Context: an optimization exercise on an open-source flow, tuned for small area, a short achievable clock period and few clock cycles per item. The choices shown serve that exercise and are no tape-out recipe.
Function was checked by simulation only, so behaviour that the tests miss may differ from the original.

Setup of the reference run:
// sha256_core
module sha256_core (
    input  wire         clk,
    input  wire         rst,
    input  wire         start,
    input  wire [255:0] state_in,
    input  wire [511:0] block_in,
    output wire         ready,
    output reg          done,
    output wire [255:0] state_out
);
Size in the first run: ~8000 cells after synthesis, ~1100 flip-flops, roughly 1000 I/O pins.
clock: 34.0 ns
lec_check: 0
abc_area: 1
cap_margin: 20
core_margin: 2
core_utilization: 40
slew_margin: 20
standard.sh (not shown) runs the stock make flow with config.mk's settings and CLKGATE_MAP_FILE= SYNTH_SCRIPT=/design/flow/synth_recipe.tcl, a recipe that flattens the netlist after the stock synthesis.
==> flow/flow/run.sh <==
#!/bin/bash
# The standard ORFS layout (the standard.sh), with three changes to how
# it is made:
#  - synthesis skips the generic ABC pass that Yosys's synth runs before the
#    adder extraction (SYNTH_ARGS=-noabc); the registers are the same, and
#    the final ABC mapping still runs;
#  - the port buffers are the smallest buffer instead of the resizer's pick
#    (every port still gets its own buffer);
#  - timing repair aims for a larger setup slack than zero, so that the
#    achieved period gets shorter.  The clock and the SDC are the standard flow's.
# The tools' output goes to standard.log; ORFS's own logs are under orfs/logs.
set -euo pipefail
MARGIN=$(cat flow/margin.txt)
bash standard.sh "SYNTH_ARGS=-noabc" \
    "BUFFER_PORTS_ARGS=-buffer_cell sky130_fd_sc_hd__buf_1" \
    "SETUP_SLACK_MARGIN=$MARGIN" finish > standard.log 2>&1
==> flow/flow/margin.txt <==
25
Per the final summary, the reference run finished and its layout is clean on timing, DRC and antenna.
Testbench counts of the reference run, summed over its fixed seeds: cycles 79,208, items 2,400.
What the trial run does differently from the reference run at the input level:
--- a/flow/design.v
+++ b/flow/design.v
@@ -38,33 +38,18 @@
     function [31:0] ssig0(input [31:0] x);
         ssig0 = {x[6:0], x[31:7]} ^ {x[17:0], x[31:18]} ^ {3'b000, x[31:3]};
     endfunction
     function [31:0] ssig1(input [31:0] x);
         ssig1 = {x[16:0], x[31:17]} ^ {x[18:0], x[31:19]} ^ {10'b0, x[31:10]};
     endfunction
     function [63:0] csa(input [31:0] x, input [31:0] y, input [31:0] z);
         csa = {x ^ y ^ z, ((x & y) | (x & z) | (y & z)) << 1};
     endfunction
-    function [31:0] add_sk(input [31:0] x, input [31:0] y);
-        reg [31:0] g, p;
-        integer l, j;
-        begin
-            g = x & y;
-            p = x ^ y;
-            for (l = 0; l < 5; l = l + 1)
-                for (j = 0; j < 32; j = j + 1)
-                    if ((j >> l) & 1) begin
-                        g[j] = g[j] | (p[j] & g[((j >> l) << l) - 1]);
-                        p[j] = p[j] & p[((j >> l) << l) - 1];
-                    end
-            add_sk = (x ^ y) ^ {g[30:0], 1'b0};
-        end
-    endfunction
     function [31:0] add_bk(input [31:0] x, input [31:0] y);
         reg [31:0] g, p;
         integer l, j;
         begin
             g = x & y;
             p = x ^ y;
             for (l = 0; l < 5; l = l + 1)
                 for (j = 0; j < 32; j = j + 1)
                     if (((j + 1) % (2 << l)) == 0) begin
@@ -79,19 +64,19 @@
                     end
             add_bk = (x ^ y) ^ {g[30:0], 1'b0};
         end
     endfunction
     reg          busy;      
     reg          rdy;       
     reg [CW-1:0] cnt;       
     wire         last = (cnt == NC - 1);
     wire         acc  = start & ~busy;
-    reg  [31:0]  kr;        
+    reg  [63:0]  kr;        
     reg  [255:0] wst;       
     reg  [255:0] hs;        
     reg  [511:0] wwin;      
     assign ready     = rdy;
     assign state_out = hs;
     wire [32*(NR+4)-1:0] av;      
     wire [32*(NR+4)-1:0] ev;      
     assign av[127:0] = wst[255:128];
     assign ev[127:0] = wst[127:0];
@@ -100,25 +85,19 @@
         for (i = 0; i < NR; i = i + 1) begin : g_round
             wire [31:0] ra = av[32*(i+4) - 1 -: 32];
             wire [31:0] rb = av[32*(i+3) - 1 -: 32];
             wire [31:0] rc = av[32*(i+2) - 1 -: 32];
             wire [31:0] rd = av[32*(i+1) - 1 -: 32];
             wire [31:0] re = ev[32*(i+4) - 1 -: 32];
             wire [31:0] rf = ev[32*(i+3) - 1 -: 32];
             wire [31:0] rg = ev[32*(i+2) - 1 -: 32];
             wire [31:0] rh = ev[32*(i+1) - 1 -: 32];
-            wire [31:0] kt;
-            if (i == 0) begin : g_kreg
-                assign kt = kr;
-            end else begin : g_krom
-                wire [5:0] t = {cnt, 1'b1};
-                assign kt = K[2047 - 32*t -: 32];
-            end
+            wire [31:0] kt = kr[63 - 32*i -: 32];
             wire [31:0] wt = wwin[511 - 32*i -: 32];
             wire [31:0] ha = (i == NR - 1 && last) ? hs[255:224] : 32'd0;
             wire [31:0] he = (i == NR - 1 && last) ? hs[127:96]  : 32'd0;
             wire [31:0] s1 = bsig1(re);
             wire [31:0] ch = (re & rf) ^ (~re & rg);
             wire [31:0] s0 = bsig0(ra);
             wire [31:0] mj = (ra & rb) ^ (ra & rc) ^ (rb & rc);
             wire [63:0] p0 = csa(rh, kt, wt);
             wire [63:0] pe = csa(p0[63:32], p0[31:0], rd);
@@ -146,20 +125,20 @@
                 wire [63:0] x1 = csa(s1, ch, s0);
                 wire [63:0] x2 = csa(ea[63:32], ea[31:0], mj);
                 wire [63:0] x3 = csa(x1[63:32], x1[31:0], x2[63:32]);
                 wire [63:0] x4 = csa(x3[63:32], x3[31:0], x2[31:0]);
                 wire [63:0] y1 = csa(ee[63:32], ee[31:0], s1);
                 wire [63:0] y2 = csa(y1[63:32], y1[31:0], ch);
                 assign pa = x4;
                 assign pe2 = y2;
             end
-            assign av[32*(i+5) - 1 -: 32] = add_sk(pa[63:32], pa[31:0]);
-            assign ev[32*(i+5) - 1 -: 32] = add_sk(pe2[63:32], pe2[31:0]);
+            assign av[32*(i+5) - 1 -: 32] = pa[63:32] + pa[31:0];
+            assign ev[32*(i+5) - 1 -: 32] = pe2[63:32] + pe2[31:0];
         end
     endgenerate
     wire [255:0] nxt = {av[32*(NR+4)-1 -: 128], ev[32*(NR+4)-1 -: 128]};
     wire [32*NR-1:0] wnew;        
     wire [512+32*NR-1:0] wall = {wwin, wnew};
     generate
         for (i = 0; i < NR; i = i + 1) begin : g_sched
             localparam integer TOP = 512 + 32*NR - 1;
             wire [31:0] w_m16 = wall[TOP - 32*i        -: 32];
@@ -184,19 +163,19 @@
             end else if (last) begin
                 busy <= 1'b0;
                 rdy  <= 1'b1;
             end
         end
     end
     wire [CW-1:0] cnt_n = busy ? cnt + 1'b1 : {CW{1'b0}};
     always @(posedge clk) begin
         cnt <= cnt_n;
-        kr  <= K[2047 - 64*cnt_n -: 32];
+        kr  <= K[2047 - 64*cnt_n -: 64];
     end
     always @(posedge clk) begin
         if (!busy) begin
             wst  <= state_in;
             wwin <= block_in;
         end else begin
             wst  <= nxt;
             wwin <= wall[512+32*NR-1 - 32*NR -: 512];
         end
### Flow results
The trial run ended up with sky130_fd_sc_hd__a21oi_1 as its slowest cell on the critical path; the reference run ended up with sky130_fd_sc_hd__fa_1. The trial run against the reference run: half-perimeter wire length after placement rose 83000 um, adder and majority gate portion of the synthesized area shows a reduction of 0.99 points, overall via count from detail_route now larger.
Testbench counts of the trial run, summed over its fixed seeds: cycles 79,208, items 2,400.

==> re-timing with driven ports <==
How much do the figures lean on ideal ports? The routed layouts below were timed once more, with nothing changed but the port constraints.
Step 1 sets driving cells, clkbuf_16 on the clock port and buf_2 on the other inputs (assumed; they add their load-dependent delay and slew).
Step 2 times the ports against the registers' clock, not the clock port: input delays grow and output delays shrink by t, the midpoint of the rising clock arrivals with the driver on.
Slacks: ideal ports / drivers / drivers and shift; pairs: ideal ports / drivers.
run | shift t [ns] | setup slack, ns | worst setup path at the end | worst data-port slew with drivers (ns) | pins driven straight from the clock port
the reference run | 0.885 | 25.074 / 25.074 / 25.074 | register to register | 0.17 | 1
the trial run | 0.919 | 24.991 / 24.991 / 24.991 | register to register | 0.25 | 1
After both steps every run listed still meets setup and hold.
